From an optimization exercise on the open Yosys and OpenROAD flow, aimed at small area and a short achievable clock period; shortcuts taken in it are not production practice. RTL that was checked went through simulation tests only; none was proved equivalent to the original. Only the layout flow was run in run 2; the RTL was not checked for function there. Power figures rest on the tool's default switching activity, not on a simulated workload.

==> design/flow/design.v <==
module xf_add_front (
    input  wire [159:0] a,
    input  wire [159:0] b,
    output wire         a_ge,     
    output wire [6:0]   n,        
    output wire         clamp,    
    output wire [1:0]   cls,
    output wire         finite,
    output wire         sat,
    output wire         inex,
    output wire         invalid
);
    wire a_bad = (a[143:137] != 7'h00 && a[143:137] != 7'h7f) ||
                 (a[151:148] != 4'd0) || (a[159:152] != 8'd0);
    wire b_bad = (b[143:137] != 7'h00 && b[143:137] != 7'h7f) ||
                 (b[151:148] != 4'd0) || (b[159:152] != 8'd0);
    wire [1:0] a_cls = a_bad ? 2'd1 : a[145:144];
    wire [1:0] b_cls = b_bad ? 2'd1 : b[145:144];
    wire a_nan = (a_cls == 2'd1);
    wire b_nan = (b_cls == 2'd1);
    wire inf_mix = a_cls[1] & b_cls[1] & (a_cls[0] ^ b_cls[0]);
    assign finite  = (a_cls == 2'd0) & (b_cls == 2'd0);
    assign cls     = (a_nan | b_nan | inf_mix) ? 2'd1 :
                     (a_cls != 2'd0) ? a_cls : b_cls;
    assign invalid = a_bad | b_bad | (inf_mix & ~a_nan & ~b_nan);
    assign sat     = a[146] | b[146];
    assign inex    = a[147] | b[147];
    wire [9:0] ga = a[137:128];
    wire [9:0] gb = b[137:128];
    wire [7:0] dl_ab_w = {1'b0, ga[6:0]} - {1'b0, gb[6:0]};
    wire [7:0] dl_ba_w = {1'b0, gb[6:0]} - {1'b0, ga[6:0]};
    wire       bw_ab = dl_ab_w[7];
    wire       bw_ba = dl_ba_w[7];
    wire signed [3:0] dh0_ab = {ga[9], ga[9:7]} - {gb[9], gb[9:7]};
    wire signed [3:0] dh0_ba = {gb[9], gb[9:7]} - {ga[9], ga[9:7]};
    wire c_ab = bw_ab ? (dh0_ab >= 4'sd2) : (dh0_ab >= 4'sd1);
    wire c_ba = bw_ba ? (dh0_ba >= 4'sd2) : (dh0_ba >= 4'sd1);
    assign a_ge  = bw_ab ? (dh0_ab >= 4'sd1) : (dh0_ab >= 4'sd0);
    assign clamp = a_ge ? c_ab : c_ba;
    assign n     = a_ge ? dl_ab_w[6:0] | {7{c_ab}} : dl_ba_w[6:0] | {7{c_ba}};
endmodule
module xf_add_align (
    input  wire [127:0] va,
    input  wire [127:0] vb,
    input  wire         a_ge,
    input  wire [6:0]   n,
    input  wire         clamp,
    input  wire [9:0]   ga,
    input  wire [9:0]   gb,
    output wire [9:0]   g,        
    output wire [127:0] big,      
    output wire [127:0] y,        
    output wire         lost
);
    assign g = a_ge ? ga : gb;
    assign big = a_ge ? va : vb;
    wire [127:0] v = a_ge ? vb : va;
    wire [127:0] x [0:7];
    wire [7:0]   l;
    assign x[0] = v;
    assign l[0] = clamp & v[127];
    genvar k;
    generate
        for (k = 0; k < 7; k = k + 1) begin : g_st
            localparam integer S = 64 >> k;
            assign x[k+1] = n[6-k] ? {{S{x[k][127]}}, x[k][127:S]} : x[k];
            assign l[k+1] = l[k] | (n[6-k] & |x[k][S-1:0]);
        end
    endgenerate
    assign y    = x[7];
    assign lost = l[7];
endmodule
module xf_add_sum (
    input  wire [127:0] a,
    input  wire [127:0] b,
    output wire [127:0] sum,
    output wire         ovf_pos,
    output wire         ovf_neg
);
    wire c_top;
    xf_bk #(.N(128), .L(7)) u_add (.a(a), .b(b), .cin(1'b0),
                                   .s(sum), .cout(c_top));
    wire s128 = a[127] ^ b[127] ^ c_top;
    assign ovf_pos = ~s128 & sum[127];
    assign ovf_neg = s128 & ~sum[127];
endmodule
module xf_add_sat (
    input  wire [127:0] sum,
    input  wire         ovf_pos,
    input  wire         ovf_neg,
    input  wire         finite,
    output wire [127:0] v
);
    assign v = {128{finite}} &
               {sum[127] & ~ovf_pos | ovf_neg,
                (sum[126:0] | {127{ovf_pos}}) & ~{127{ovf_neg}}};
endmodule
module xf_bk #(
    parameter N = 64,
    parameter L = 6
) (
    input  wire [N-1:0] a,
    input  wire [N-1:0] b,
    input  wire         cin,
    output wire [N-1:0] s,
    output wire         cout
);
    wire [N-1:0] p = a ^ b;
    wire [N-1:0] gu [0:L];
    wire [N-1:0] pu [0:L];
    assign gu[0] = (a & b) | {{(N-1){1'b0}}, p[0] & cin};
    assign pu[0] = p;
    genvar l, i;
    generate
        for (l = 0; l < L; l = l + 1) begin : up
            for (i = 0; i < N; i = i + 1) begin : b
                if ((i + 1) % (2 << l) == 0) begin : n
                    assign gu[l+1][i] = gu[l][i] | (pu[l][i] & gu[l][i - (1 << l)]);
                    assign pu[l+1][i] = pu[l][i] & pu[l][i - (1 << l)];
                end else begin : t
                    assign gu[l+1][i] = gu[l][i];
                    assign pu[l+1][i] = pu[l][i];
                end
            end
        end
    endgenerate
    wire [N-1:0] gd [0:L];
    assign gd[L] = gu[L];
    generate
        for (l = L - 1; l >= 0; l = l - 1) begin : dn
            for (i = 0; i < N; i = i + 1) begin : b
                if ((i + 1) % (2 << l) == (1 << l) && i >= (2 << l)) begin : n
                    assign gd[l][i] = gd[l+1][i] | (pu[l][i] & gd[l+1][i - (1 << l)]);
                end else begin : t
                    assign gd[l][i] = gd[l+1][i];
                end
            end
        end
    endgenerate
    assign s    = p ^ {gd[0][N-2:0], cin};
    assign cout = gd[0][N-1];
endmodule
module xf_add (
    input  wire         clk,
    input  wire         rst,
    input  wire         in_valid,
    input  wire [159:0] in_a,
    input  wire [159:0] in_b,
    output reg          out_valid,
    output reg  [159:0] out_s,
    output reg  [2:0]   out_flags    
);
    wire         p1_a_ge;
    wire [6:0]   p1_n;
    wire         p1_clamp;
    wire [1:0]   p1_cls;
    wire         p1_finite, p1_sat, p1_inex, p1_invalid;
    xf_add_front u_front (
        .a(in_a), .b(in_b),
        .a_ge(p1_a_ge), .n(p1_n), .clamp(p1_clamp),
        .cls(p1_cls), .finite(p1_finite), .sat(p1_sat), .inex(p1_inex),
        .invalid(p1_invalid)
    );
    reg         r1_valid;
    reg [127:0] r1_va, r1_vb;
    reg         r1_a_ge;
    reg [6:0]   r1_n;
    reg         r1_clamp;
    reg [9:0]   r1_ga, r1_gb;
    reg [1:0]   r1_cls;
    reg         r1_finite, r1_sat, r1_inex, r1_invalid;
    always @(posedge clk) begin
        if (rst)
            r1_valid <= 1'b0;
        else
            r1_valid <= in_valid;
        r1_va      <= in_a[127:0];
        r1_vb      <= in_b[127:0];
        r1_a_ge    <= p1_a_ge;
        r1_n       <= p1_n;
        r1_clamp   <= p1_clamp;
        r1_ga      <= in_a[137:128];
        r1_gb      <= in_b[137:128];
        r1_cls     <= p1_cls;
        r1_finite  <= p1_finite;
        r1_sat     <= p1_sat;
        r1_inex    <= p1_inex;
        r1_invalid <= p1_invalid;
    end
    wire [127:0] p2_big, p2_al;
    wire [9:0]   p2_g;
    wire         p2_lost;
    xf_add_align u_align (
        .va(r1_va), .vb(r1_vb), .a_ge(r1_a_ge), .n(r1_n), .clamp(r1_clamp), .ga(r1_ga), .gb(r1_gb), .g(p2_g),
        .big(p2_big), .y(p2_al), .lost(p2_lost)
    );
    reg         r2_valid;
    reg [127:0] r2_big, r2_al;
    reg         r2_lost;
    reg [9:0]   r2_g;
    reg [1:0]   r2_cls;
    reg         r2_finite, r2_sat, r2_inex, r2_invalid;
    always @(posedge clk) begin
        if (rst)
            r2_valid <= 1'b0;
        else
            r2_valid <= r1_valid;
        r2_big     <= p2_big;
        r2_al      <= p2_al;
        r2_lost    <= p2_lost;
        r2_g       <= p2_g;
        r2_cls     <= r1_cls;
        r2_finite  <= r1_finite;
        r2_sat     <= r1_sat;
        r2_inex    <= r1_inex;
        r2_invalid <= r1_invalid;
    end
    wire [127:0] p3_sum, p3_v;
    wire         p3_ovf_pos, p3_ovf_neg;
    xf_add_sum u_sum (
        .a(r2_big), .b(r2_al),
        .sum(p3_sum), .ovf_pos(p3_ovf_pos), .ovf_neg(p3_ovf_neg)
    );
    xf_add_sat u_sat (
        .sum(p3_sum), .ovf_pos(p3_ovf_pos), .ovf_neg(p3_ovf_neg),
        .finite(r2_finite), .v(p3_v)
    );
    wire p3_ovf  = r2_finite & (p3_ovf_pos | p3_ovf_neg);
    wire p3_lost = r2_finite & r2_lost;
    always @(posedge clk) begin
        if (rst)
            out_valid <= 1'b0;
        else
            out_valid <= r2_valid;
        out_s     <= {12'd0, r2_inex | p3_lost, r2_sat | p3_ovf, r2_cls,
                      {6{r2_finite & r2_g[9]}}, {10{r2_finite}} & r2_g, p3_v};
        out_flags <= {r2_invalid, p3_ovf, p3_lost};
    end
endmodule
==> design/flow/flow/run.sh <==
#!/bin/bash
# The standard layout, with two changes: timing repair (after CTS and after
# global routing) aims for setup slack of at least 8 ns at the design's
# period, and every port still gets a buffer, but the smallest one
# (buf_1) instead of the clkdlybuf4s50_1 that buffer_ports picks by itself.
set -euo pipefail
bash standard.sh SETUP_SLACK_MARGIN=8 \
  "BUFFER_PORTS_ARGS=-buffer_cell sky130_fd_sc_hd__buf_1" \
  finish > standard_flow.log 2>&1
==> design/flow/standard.sh <==
#!/bin/bash
# synth_recipe.tcl (not shown) runs the flow's synth.tcl, then flattens the netlist and writes it again
# the make line also repeats each setting of config.mk as NAME=value (left out here)
make -C /OpenROAD-flow-scripts/flow DESIGN_CONFIG=/design/flow/config.mk WORK_HOME=/design/flow/orfs CLKGATE_MAP_FILE= SYNTH_SCRIPT=/design/flow/synth_recipe.tcl "${@:-finish}"
==> design/flow/config.mk <==
export PLATFORM = sky130hd
export DESIGN_NAME = xf_add
export DESIGN_NICKNAME = xf_add
export VERILOG_FILES = /design/flow/design.v
export SDC_FILE = /design/flow/constraint.sdc
export NUM_CORES = 4
export LEC_CHECK = 0
export ABC_AREA = 1
export CAP_MARGIN = 40
export CORE_MARGIN = 2
export CORE_UTILIZATION = 62
export SLEW_MARGIN = 40
export TNS_END_PERCENT = 20
==> design/flow/constraint.sdc <==
create_clock -name core_clock -period 12.0 [get_ports {clk}]
set_input_delay 2.4000 -clock core_clock [delete_from_list [all_inputs] [get_ports {clk}]]
set_output_delay 2.4000 -clock core_clock [all_outputs]
set_load 0.01 [all_outputs]
==> metrics.md, run 1 <==
| Metric | Value |
|---|---|
| Status | complete, no violations |
| Area growth from synthesis to layout | 14.0% |
| Final-stage net count | about 5.6k |
| Arrival time at the worst endpoint | ~4.5 ns |
| Critical path fanouts, max | 10 |
| Lkg Pwr | around 19 nW |
| Share of synthesized area occupied by flip-flops and latches | roughly two fifths |
| Count of final setup violators | 0 |
| Fraction of the cycle the final worst path needs | roughly 33% |
| Mean instance size in the synthesized netlist | about 7.6 um2 |
| Layout cells sized above 1 | 7.08% |
| Actual slew at the worst max-slew pin | between 1 and 1.5 ns |
| Number of antenna violations at the first check in global routing | 20 |
| Initial drt markers | ~4.5k |
| Share of the core filled with cells in the final layout | a little over 70% |
| Horizontal extent of the die | approximately 240 um |
| Final global-route overflow total | 0 |
| Mean routed wirelength per cell | 22.6 um |
| Floorplan die height | roughly 240 um |
| Combinational Power Share | about half |
| Total via count in the routed design | about 34k |
| TritonCTS clock tree | built |
| Clock net sink count | 712 |
| Post-route ant nets | 0 |
| Final hold viol count | 0 |
| Number of detailed-route iterations in the first pass | 6 |
| Wire length of the first global-routing pass | about 190000 um |
| Total negative slack | 0 ns |
| Most frequently used flop master after synthesis | sky130_fd_sc_hd__dfxtp_1 |
| Synth Cell Area | between 30000 and 40000 um2 |
| Largest stage delay on the critical path | between 0.3 and 0.4 ns |
| Number of maximum-capacitance constraint violations | 0 |
| Proportion of power drawn by the clock network | just over 20% |
| Initial standard-cell utilization of the core | between 60 and 70% |
| Die outline area | roughly 60000 um2 |
| Critical path type | register to register |
| Boundary Pins | between 400 and 500 |
| Share of total power in sequential cells | between 20% and 30% |
| All-Layer GR Usage | between 40% and 50% |
| Number of max-slew violations in the final report | 0 |
| Gate count of the mapped netlist | 4712 |
| Std-Cell Core Area | 56600 um2 |
| Setup repair after global routing missed its margin | true |
| Internal portion of total power | roughly 5.9 mW |
| Sum of net half-perimeters after detailed placement | about 98000 um |
| Number of distinct standard cells referenced by the synthesized netlist | 54 |
| Power density normalized to cell area | between 200 and 300 nW/um2 |
| Headroom to the max-slew limit | 29.6% |
| Required time of the critical path | between 10 and 15 ns |
| Final critical-path required period | between 3 and 4 ns |
| Endpoint class of the critical path | register |
| Clk Latency, worst-skew pair | 0.64 ns |
| Hold WC Path Type | register to register |
| Cell repeated most along the worst path | sky130_fd_sc_hd__nand2_4 |
| Switching Fraction | between 40% and 50% |
| Net load switching power | just over 5 mW |
| CTS Buf Count | 71 |
| Row count | 87 |
| Peak ir drop on the vdd network | about 0.0002 V |
| Root Buffer Master | sky130_fd_sc_hd__clkbuf_16 |
| Crit-path slowest cell | sky130_fd_sc_hd__fa_2 |
| Final RePlAce weighted congestion | roughly 1.1 |
| Yosys synthesis warning count | 3 |
| Total of flip-flops plus latches after synthesis | a little over 700 |
| Cts hold-fix bufs | 0 |
| Count of flip-flops with a built-in enable after synthesis | 0 |
| Number of I/O port buffers | between 400 and 500 |
| Async set-reset flop share out of synthesis | 0% |
| Worst Setup Start Kind | register |
| Post-detailed-route via-to-cell ratio | 5.89 |
| Vias in the first global route | 31.3k |
| Worst clock skew | between 0.04 and 0.05 ns |
| Bufs on Longest Clock Path | 3 |
| H-tree levels | 3 |
| Highest Clock Rate | approximately 0.25 GHz |
| Wirelength, routed | ~130000 um |
| Clock transition time at the flip-flop clock pins of the worst setup and hold paths | about 0.06 ns |
| DRC viols | 0 |
| Largest net degree at the start of global routing | 127 |
-- stage by stage --
| step | setup WS (ns) | instances | hold WS, ns | area (um2) | power [mW] |
|---|---|---|---|---|---|
| CTS | 7.96 | 5818 | 0.326 | 40100 | 10.6 |
| floorplan | 7.90 | 4723 | 0.310 | 35700 | 6.54 |
| global placement | 6.97 | 5676 | 0.311 | 37200 | 7.94 |
| finish | 8.01 | 5831 | 0.325 | 40600 | 11.0 |
| detailed placement | 7.10 | 5679 | 0.312 | 37200 | 8.04 |
| global route | 7.86 | 5828 | 0.335 | 40600 | 11.6 |
-- registers in the layout (all words and copies together), names as in the netlist, 2 cells and up --
signal and flops:
out_s 142, r1_va 128, r1_vb 128, r2_al 128, r2_big 128, r1_ga 10, r1_gb 10, r2_g 10
r1_n 7, out_flags 3, r1_cls 2, r2_cls 2
-- synth_stat cells, types with 15 or more instances --
library cell	instances	area share (%)
sky130_fd_sc_hd__or2_1	44	0.77
sky130_fd_sc_hd__xor2_1	42	1.0
sky130_fd_sc_hd__nor2_1	235	2.5
sky130_fd_sc_hd__o21ai_0	277	3.9
sky130_fd_sc_hd__fa_1	68	3.8
sky130_fd_sc_hd__a31oi_1	20	0.35
sky130_fd_sc_hd__nand4_1	25	0.44
sky130_fd_sc_hd__dfxtp_1	712	40
sky130_fd_sc_hd__a21oi_1	166	2.3
sky130_fd_sc_hd__buf_2	41	0.58
sky130_fd_sc_hd__buf_6	23	0.73
sky130_fd_sc_hd__ha_1	149	5.2
sky130_fd_sc_hd__buf_4	32	0.67
sky130_fd_sc_hd__nand2_1	1197	13
sky130_fd_sc_hd__nand3_1	416	5.8
sky130_fd_sc_hd__inv_1	378	4.0
sky130_fd_sc_hd__clkbuf_1	121	1.3
sky130_fd_sc_hd__nor4_1	24	0.42
sky130_fd_sc_hd__mux2i_1	61	1.7
sky130_fd_sc_hd__o211ai_1	105	2.2
sky130_fd_sc_hd__o21ai_2	46	1.1
sky130_fd_sc_hd__buf_1	77	0.81
sky130_fd_sc_hd__xnor2_1	30	0.74
sky130_fd_sc_hd__o21ai_1	289	4.1
sky130_fd_sc_hd__nor3_1	15	0.21
sky130_fd_sc_hd__inv_2	17	0.18
sky130_fd_sc_hd__a21o_1	16	0.34
-- logic make-up after synthesis --
group	count (synthesis)	share of synthesized area, %
other	1	0.0105
AND/OR/NAND/NOR	1982	23.3
flip-flops	712	40.0
buffers and inverters	694	8.32
XOR/XNOR	72	1.77
AO/OA/AOI/OAI	960	15.3
adder cells (fa/ha/maj)	217	9.05
multiplexers	74	2.22
-- power groups by stage --
| stage | Combinational [mW] | Clock [mW] | Sequential [mW] |
|---|---|---|---|
| after global placement | 4.83 | 0 | 3.11 |
| final | 5.67 | 2.27 | 3.07 |
| after floorplan | 3.62 | 0 | 2.93 |
| after detailed placement | 4.94 | 0 | 3.10 |
| after global routing | 6.10 | 2.38 | 3.10 |
| after CTS | 5.23 | 2.28 | 3.05 |
-- cells in the final DEF (no fill, tap or decap), types with 10 or more instances in the layout --
cell	count
sky130_fd_sc_hd__a21o_1	16
sky130_fd_sc_hd__a21oi_1	160
sky130_fd_sc_hd__a31oi_1	20
sky130_fd_sc_hd__buf_1	473
sky130_fd_sc_hd__buf_12	11
sky130_fd_sc_hd__buf_6	11
sky130_fd_sc_hd__clkbuf_1	11
sky130_fd_sc_hd__clkbuf_16	77
sky130_fd_sc_hd__clkbuf_8	13
sky130_fd_sc_hd__clkinv_2	11
sky130_fd_sc_hd__conb_1	12
sky130_fd_sc_hd__dfxtp_1	702
sky130_fd_sc_hd__fa_1	66
sky130_fd_sc_hd__ha_1	145
sky130_fd_sc_hd__inv_1	375
sky130_fd_sc_hd__inv_2	17
sky130_fd_sc_hd__mux2_2	10
sky130_fd_sc_hd__mux2i_1	61
sky130_fd_sc_hd__nand2_1	1181
sky130_fd_sc_hd__nand2_2	10
sky130_fd_sc_hd__nand2_4	10
sky130_fd_sc_hd__nand3_1	415
sky130_fd_sc_hd__nand4_1	25
sky130_fd_sc_hd__nor2_1	226
sky130_fd_sc_hd__nor3_1	14
sky130_fd_sc_hd__nor4_1	24
sky130_fd_sc_hd__o211ai_1	105
sky130_fd_sc_hd__o21ai_0	175
sky130_fd_sc_hd__o21ai_1	367
sky130_fd_sc_hd__o21ai_2	66
sky130_fd_sc_hd__o21bai_1	14
sky130_fd_sc_hd__or2_1	44
sky130_fd_sc_hd__or2_2	10
sky130_fd_sc_hd__xnor2_1	29
sky130_fd_sc_hd__xor2_1	42
-- per-layer routing --
layer	GRT usage, %	share of wire, %	vias up
met5	0	0.058	-
met4	19.7	5.3	12
met3	13.2	14	369
met2	60.6	41	1993
met1	58.1	40	15800
li1	-	-	16100
-- what timing repair did --
| item | CTS | global route |
|---|---|---|
| setup buffers | 8 | 4 |
| gates resized for setup | 57 | 113 |
| pin swaps | 3 | 15 |
| endpoints found under the hold margin | 0 | 0 |
| cloned | 8 | 5 |
| endpoints found under the setup margin | 236 | 244 |
-- layout make-up --
type,count,area (um2)
repair buffers,519,2590
clock inverters,25,328
diodes,4,10.0
flip-flops and latches,712,14300
well taps,756,946
fillers,4372,16000
multi-input cells,3318,18900
inverters,399,1530
clock buffers,98,2070
-- path summary, 6_finish.rpt --
kind                                    startpoint                 end  slack, ns  depth (start not counted)
worst max register to register   r2_big[9]$_DFF_P_    out_s[9]$_DFF_P_       8.01                         29
worst min register to register  r1_invalid$_DFF_P_  r2_invalid$_DFF_P_       0.32                          0
worst min-delay path            r1_invalid$_DFF_P_  r2_invalid$_DFF_P_       0.32                          0
worst max-delay path             r2_big[9]$_DFF_P_    out_s[9]$_DFF_P_       8.01                         29
-- critical path, delay by kind of cell, from the launching register on --
family          cells  cell delay, ns
fa+ha+maj           3            0.95
simple gates       19            1.43
xor+xnor            1            0.18
compound gates      2            0.51
flops               1            0.31
buf+inv             4            0.47
==> run 2: changes to the inputs <==
==> design/flow/design.v (replaced) <==
module xf_add_core (
    input  wire [159:0] a,
    input  wire [159:0] b,
    output wire [159:0] s,
    output wire [2:0]   flags      
);
    localparam CLS_FIN  = 2'd0;
    localparam CLS_NAN  = 2'd1;
    localparam CLS_PINF = 2'd2;
    localparam CLS_NINF = 2'd3;
    wire [1:0]   a_cls, b_cls;
    wire         a_sat, b_sat, a_inex, b_inex, a_bad, b_bad;
    wire [127:0] a_v, b_v;
    wire [9:0]   a_g, b_g;
    xf_read u_read_a (.x(a), .cls(a_cls), .sat(a_sat), .inex(a_inex),
                      .bad(a_bad), .v(a_v), .g(a_g));
    xf_read u_read_b (.x(b), .cls(b_cls), .sat(b_sat), .inex(b_inex),
                      .bad(b_bad), .v(b_v), .g(b_g));
    wire any_nan  = (a_cls == CLS_NAN) || (b_cls == CLS_NAN);
    wire inf_mix  = ((a_cls == CLS_PINF) && (b_cls == CLS_NINF)) ||
                    ((a_cls == CLS_NINF) && (b_cls == CLS_PINF));
    wire finite   = (a_cls == CLS_FIN) && (b_cls == CLS_FIN);
    reg [1:0] s_cls;
    always @(*) begin
        if (any_nan || inf_mix)
            s_cls = CLS_NAN;
        else if (a_cls != CLS_FIN)
            s_cls = a_cls;
        else
            s_cls = b_cls;
    end
    wire signed [9:0] ga = a_g;
    wire signed [9:0] gb = b_g;
    wire [9:0]  g_max = (ga > gb) ? a_g : b_g;
    wire [10:0] sh_a = {g_max[9], g_max} - {a_g[9], a_g};
    wire [10:0] sh_b = {g_max[9], g_max} - {b_g[9], b_g};
    wire [127:0] a_al, b_al;
    wire         a_lost, b_lost;
    xf_align u_align_a (.v(a_v), .sh(sh_a), .y(a_al), .lost(a_lost));
    xf_align u_align_b (.v(b_v), .sh(sh_b), .y(b_al), .lost(b_lost));
    wire [128:0] sum = {a_al[127], a_al} + {b_al[127], b_al};
    wire         ovf_pos = (sum[128:127] == 2'b01);
    wire         ovf_neg = (sum[128:127] == 2'b10);
    wire         sat2    = finite && (ovf_pos || ovf_neg);
    wire         lost2   = finite && (a_lost || b_lost);
    wire [127:0] v_sum   = ovf_pos ? {1'b0, {127{1'b1}}} :
                           ovf_neg ? {1'b1, {127{1'b0}}} : sum[127:0];
    wire         s_sat  = a_sat | b_sat | sat2;
    wire         s_inex = a_inex | b_inex | lost2;
    wire [127:0] s_v    = finite ? v_sum : 128'd0;
    wire [15:0]  s_g    = finite ? {{6{g_max[9]}}, g_max} : 16'd0;
    assign s = {8'd0, 4'd0, s_inex, s_sat, s_cls, s_g, s_v};
    wire invalid = a_bad || b_bad ||
                   ((s_cls == CLS_NAN) && (a_cls != CLS_NAN) && (b_cls != CLS_NAN));
    assign flags = {invalid, sat2, lost2};
endmodule
module xf_read (
    input  wire [159:0] x,
    output wire [1:0]   cls,
    output wire         sat,
    output wire         inex,
    output wire         bad,
    output wire [127:0] v,
    output wire [9:0]   g
);
    wire signed [15:0] g_full = x[143:128];
    wire [7:0]         fl     = x[151:144];
    assign bad  = (g_full > 16'sd511) || (g_full < -16'sd512) ||
                  (fl[7:4] != 4'd0) || (x[159:152] != 8'd0);
    assign cls  = bad ? 2'd1 : fl[1:0];
    assign sat  = fl[2];
    assign inex = fl[3];
    assign v    = x[127:0];
    assign g    = x[137:128];
endmodule
module xf_align (
    input  wire [127:0] v,
    input  wire [10:0]  sh,
    output wire [127:0] y,
    output wire         lost
);
    wire [7:0] n = (sh > 11'd128) ? 8'd128 : sh[7:0];
    assign y    = $signed(v) >>> n;
    assign lost = |(v & ~({128{1'b1}} << n));
endmodule
module xf_add (
    input  wire         clk,
    input  wire         rst,
    input  wire         in_valid,
    input  wire [159:0] in_a,
    input  wire [159:0] in_b,
    output reg          out_valid,
    output reg  [159:0] out_s,
    output reg  [2:0]   out_flags    
);
    reg         s1_valid;
    reg [159:0] s1_a;
    reg [159:0] s1_b;
    always @(posedge clk) begin
        if (rst)
            s1_valid <= 1'b0;
        else
            s1_valid <= in_valid;
        s1_a <= in_a;
        s1_b <= in_b;
    end
    wire [159:0] sum_s;
    wire [2:0]   sum_flags;
    xf_add_core u_core (
        .a     (s1_a),
        .b     (s1_b),
        .s     (sum_s),
        .flags (sum_flags)
    );
    always @(posedge clk) begin
        if (rst)
            out_valid <= 1'b0;
        else
            out_valid <= s1_valid;
        out_s     <= sum_s;
        out_flags <= sum_flags;
    end
endmodule
==> design/flow/run.sh (new file) <==
#!/bin/bash
# synth_recipe.tcl (not shown) runs the flow's synth.tcl, then flattens the netlist and writes it again
# the make line also repeats each setting of config.mk as NAME=value (left out here)
make -C /OpenROAD-flow-scripts/flow DESIGN_CONFIG=/design/flow/config.mk WORK_HOME=/design/flow/orfs CLKGATE_MAP_FILE= SYNTH_SCRIPT=/design/flow/synth_recipe.tcl finish
==> design/flow/config.mk (replaced) <==
export PLATFORM = sky130hd
export DESIGN_NAME = xf_add
export DESIGN_NICKNAME = xf_add
export VERILOG_FILES = /design/flow/design.v
export SDC_FILE = /design/flow/constraint.sdc
export NUM_CORES = 4
export LEC_CHECK = 0
export CAP_MARGIN = 20
export CORE_MARGIN = 2
export CORE_UTILIZATION = 30
export SLEW_MARGIN = 20
removed: design/flow/flow/run.sh
removed: design/flow/standard.sh
==> run 2 against run 1 <==
Still clean; routed wire length grew to 2.7 times the previous value; register-to-register slack worse by 7.5 ns; count of clock-buffer cells in the layout decreased by 35; synthesized cell count is 35% higher; die area grew to 2.7 times the previous value; final cell count grew 68%; utilization is 29 points lower; first-iteration DRC count rose by 86%; setup slack lost 7.5 ns; critical path type unchanged; critical endpoint is now out_s[43]$_SDFF_PN0_.
==> metrics.md, run 2 <==
| Metric | Value |
|---|---|
| Status | complete, no violations |
| Simple-gate portion of the synthesized area | approximately 19% |
| Critical path type | register to register |
| Count of flip-flops with a built-in enable after synthesis | 0 |
| Largest net degree at the start of global routing | 128 |
| Total of flip-flops plus latches after synthesis | 467 |
| Post-synthesis adder-cell area fraction | under 10% |
| Wire length of the first global-routing pass | roughly 480000 um |
| Top flop regs | s1_a x160, s1_b x160, out_s x142 |
| Required time of the critical path | 12.57 ns |
| Beginning of the worst hold path | s1_a[147]$_DFF_P_ |
| Proportion of netlist area held by the largest area contributor | between 20% and 30% |
| Final hold viol count | 0 |
| Number of I/O port buffers | 474 |
| Critical path fanouts, max | 69 |
| Synth top area cells | sky130_fd_sc_hd__dfxtp_1 (20%), sky130_fd_sc_hd__mux2i_1 (9.0%), sky130_fd_sc_hd__a21oi_1 (6.7%) |
| Cell repeated most along the worst path | sky130_fd_sc_hd__buf_4 |
| Area growth from synthesis to layout | 40.9% |
| Reg-to-reg startpoint | s1_b[129]$_DFF_P_ |
| Clock net sink count | around 470 |
| Clk Latency, worst-skew pair | between 0.6 and 0.7 ns |
| Power density normalized to cell area | approximately 210 nW/um2 |
| Post-detailed-route via-to-cell ratio | 6.34 |
| Synth Cell Area | 46400 um2 |
| Final global-route overflow total | 0 |
| Area share of xor/xnor cells in the synthesized design | under 10% |
| Clock transition time at the flip-flop clock pins of the worst setup and hold paths | about 0.06 ns |
| Logic depth of the worst register-to-register path | 56 |
| Dominant cell by count in the synthesized netlist | sky130_fd_sc_hd__nand2_1 |
| Crit-path slowest cell | sky130_fd_sc_hd__a211oi_1 |
| Boundary Pins | roughly 490 |
| Mean instance size in the synthesized netlist | approximately 7.3 um2 |
| Yosys synthesis warning count | 2 |
| Initial standard-cell utilization of the core | between 30% and 40% |
| Complex-gate fraction of the synthesized area | 34.1% |
| Worst Setup Start Kind | register |
| Horizontal extent of the die | just under 400 um |
| Total via count in the routed design | between 60k and 70k |
| Post-layout instance area | approximately 65000 um2 |
| Largest stage delay on the critical path | 0.62 ns |
| Lkg Pwr | 28.2 nW |
| Cts hold-fix bufs | 0 |
| H-tree levels | 2 |
| Floorplan die height | around 400 um |
| Endpoint of the most critical setup path | out_s[43]$_SDFF_PN0_ |
| Number of antenna violations at the first check in global routing | 19 |
| Setup slack of the worst register-to-register path | between 0.5 and 0.6 ns |
| Post-route ant nets | 0 |
| Reg-to-reg endpoint | out_s[43]$_SDFF_PN0_ |
| Sum of net half-perimeters after detailed placement | ~290000 um |
| Fraction of the cycle the final worst path needs | between 90% and 100% |
| Share of synthesized area occupied by flip-flops and latches | between 20% and 30% |
| Number of detailed-route iterations in the first pass | 8 |
| Highest Clock Rate | 0.0874 GHz |
| Root Buffer Master | sky130_fd_sc_hd__clkbuf_16 |
| DRC viols | 0 |
| Die outline area | about 160000 um2 |
| Filler instances | between 15k and 20k |
| Number of distinct standard cells referenced by the synthesized netlist | roughly 110 |
| Bufs on Longest Clock Path | 3 |
| CTS Buf Count | 48 |
| Final-stage net count | roughly 8k |
| Headroom to the max-slew limit | 17.0% |
| Proportion of synthesized area in mux cells | roughly an eighth |
| Endpoint class of the critical path | register |
| Wirelength, routed | between 300000 and 400000 um |
| Count of final setup violators | 0 |
| Actual slew at the worst max-slew pin | ~1.2 ns |
| Vias in the first global route | 59.5k |
| Number of max-slew violations in the final report | 0 |
| First element of the critical path | s1_b[129]$_DFF_P_ |
| All-Layer GR Usage | between 40% and 50% |
| Peak ir drop on the vdd network | 0.000132 V |
| Hold WC Path Type | register to register |
| Std-Cell Core Area | ~150000 um2 |
| Initial drt markers | roughly 8.4k |
| Async set-reset flop share out of synthesis | 0% |
| Arrival time at the worst endpoint | approximately 12 ns |
| Mean routed wirelength per cell | approximately 36 um |
| Top library cells by usage in the layout, fill and taps aside | sky130_fd_sc_hd__buf_4 (1331), sky130_fd_sc_hd__nand2_1 (668), sky130_fd_sc_hd__a21oi_1 (607), sky130_fd_sc_hd__nor2_1 (511), sky130_fd_sc_hd__o21ai_0 (477) |
| Post-placement cell area | approximately 63000 um2 |
| Number of maximum-capacitance constraint violations | 0 |
| Cell taking the most area after synthesis | sky130_fd_sc_hd__dfxtp_1 |
| Sum of internal, switching and leakage power | 13.5 mW |
| TritonCTS clock tree | built |
| Commonest non-fill, non-tap cell in the layout | sky130_fd_sc_hd__buf_4 |
| Layout cells sized above 1 | 23.1% |
| Worst clock skew | between 0.07 and 0.08 ns |
| Setup repair after global routing missed its margin | false |
| Final critical-path required period | 11.44 ns |
| Combinational family with the most area after synthesis | compound AO/OA/AOI/OAI gates |
| Final RePlAce weighted congestion | roughly 1.1 |
| Gate count of the mapped netlist | between 6k and 7k |
| Most frequently used flop master after synthesis | sky130_fd_sc_hd__dfxtp_1 |
| Row count | 144 |
| Share of the core filled with cells in the final layout | 42.5% |
| Commonest cells post-synth | sky130_fd_sc_hd__nand2_1 (673), sky130_fd_sc_hd__a21oi_1 (617), sky130_fd_sc_hd__nor2_1 (523), sky130_fd_sc_hd__o21ai_0 (485), sky130_fd_sc_hd__dfxtp_1 (467) |
[run 2: cell types whose count changed in the layout (fill, tap and decap cells not counted), sizes merged, moves of 146 or more]
cell	before	now
a211oi	3	206
mux2i	64	417
a21oi	171	618
nand3	416	172
clkdlybuf4s50	0	474
inv	400	76
nand2	1204	675
nor2	237	524
nor3	16	162
dfxtp	712	467
buf	511	1413
[run 2: final cells by class]
| type | count | area (um2) | share of cell area [%] |
|---|---|---|---|
| Multi-Input combinational cell | 5242 | 35000 | 53.5 |
| Timing Repair Buffer | 1889 | 16400 | 25.1 |
| Sequential cell | 467 | 9350 | 14.3 |
| Tap cell | 2044 | 2560 | 3.91 |
| Clock buffer | 63 | 1360 | 2.08 |
| Clock inverter | 25 | 442 | 0.676 |
| Inverter | 77 | 289 | 0.442 |
| Antenna cell | 11 | 27.5 | 0.0421 |
[run 2: cell families (layout without fill, tap and decap cells)]
logic type / after synthesis / in the layout
compound gates: 2407 / 2407
flops: 467 / 467
xor+xnor: 143 / 143
simple gates: 1965 / 1965
fa+ha+maj: 166 / 166
buf+inv: 661 / 2054
other cells: 1 / 23
mux: 549 / 549
[run 2: worst min-delay path by stage]
| stage | to | cells past startpoint | slack, ns |
|---|---|---|---|
| after global placement | out_s[147]$_DFF_P_ | 1 | 0.39 |
| final | out_s[147]$_DFF_P_ | 1 | 0.41 |
| after detailed placement | out_s[147]$_DFF_P_ | 1 | 0.41 |
| after floorplan | out_s[146]$_DFF_P_ | 1 | 0.39 |
| after global routing | out_s[147]$_DFF_P_ | 1 | 0.44 |
| after CTS | out_s[147]$_DFF_P_ | 1 | 0.42 |
[run 2: routing by layer]
layer  vias up  global-route usage, %  wire length (um)
met5         -                  0.454               172
met2      4222                   63.6            147000
met1     30200                   55.8            146000
li1      26800                      -                 -
met4        12                   26.6             26800
met3       972                   11.3             36800
[run 2: timing repair]
action | in CTS | in global routing
setup endpoints to repair | 57 | 130
gates cloned | 0 | 2
pin swaps | 1 | 8
setup buffers | 1 | 14
gates resized for setup | 1 | 93
[run 2: power by group]
part	total [mW]	internal, mW	switching (mW)
sequential	1.81	1.61	0.200
clock	1.69	1.00	0.691
combinational	9.98	3.90	6.08
[run 2: worst max-delay path, delay by kind of cell (launching register included)]
kind | cells | cell delay (ns)
AOI/OAI and AO/OA | 22 | 4.77
buffers and inverters | 12 | 2.31
and+or+nand+nor | 15 | 1.90
adders and majority gates | 5 | 1.41
muxes | 2 | 0.40
DFF | 1 | 0.37
[run 2: through the flow]
stage | hold WS (ns) | TNS, ns | setup slack (ns) | cells
6_report | 0.415 | 0 | 0.555 | 9818
5_1_grt | 0.436 | 0 | 0.0162 | 9807
4_1_cts | 0.422 | 0 | 0.0278 | 9791
3_5_place_dp | 0.406 | -0.0170 | -0.0170 | 9702
3_3_place_gp | 0.393 | 0 | 0.150 | 9702
2_1_floorplan | 0.390 | 0 | 1.45 | 6370

static timing again, ports no longer ideal:
How much do the figures lean on ideal ports? The routed layouts below were timed once more, with nothing changed but the port constraints. Step 1 (the two cells are an assumption about what drives the block):
set clk [get_ports {clk}]
set_driving_cell -lib_cell sky130_fd_sc_hd__clkbuf_16 $clk
set_driving_cell -lib_cell sky130_fd_sc_hd__buf_2 [delete_from_list [all_inputs] $clk]
Step 2, shift: input delay + t, output delay - t, t = (earliest + latest rising clock arrival at the registers) / 2. This alone moves slack from input paths to output paths. Three values: no drivers, after step 1, after step 2; two values: the first two.
run | shift t [ns] | setup WS [ns] | hold WS [ns]
run 1 | 0.686 | 8.008 / 8.008 / 7.473 | 0.325 / 0.325 / 0.325
run 2 | 0.754 | 0.555 / 0.555 / 0.555 | 0.415 / 0.415 / 0.415
After both steps setup and hold are still met in every run listed. The setup slack of run 1, which loses most, moves by 0.000 ns with the drivers and by -0.535 ns with both steps.
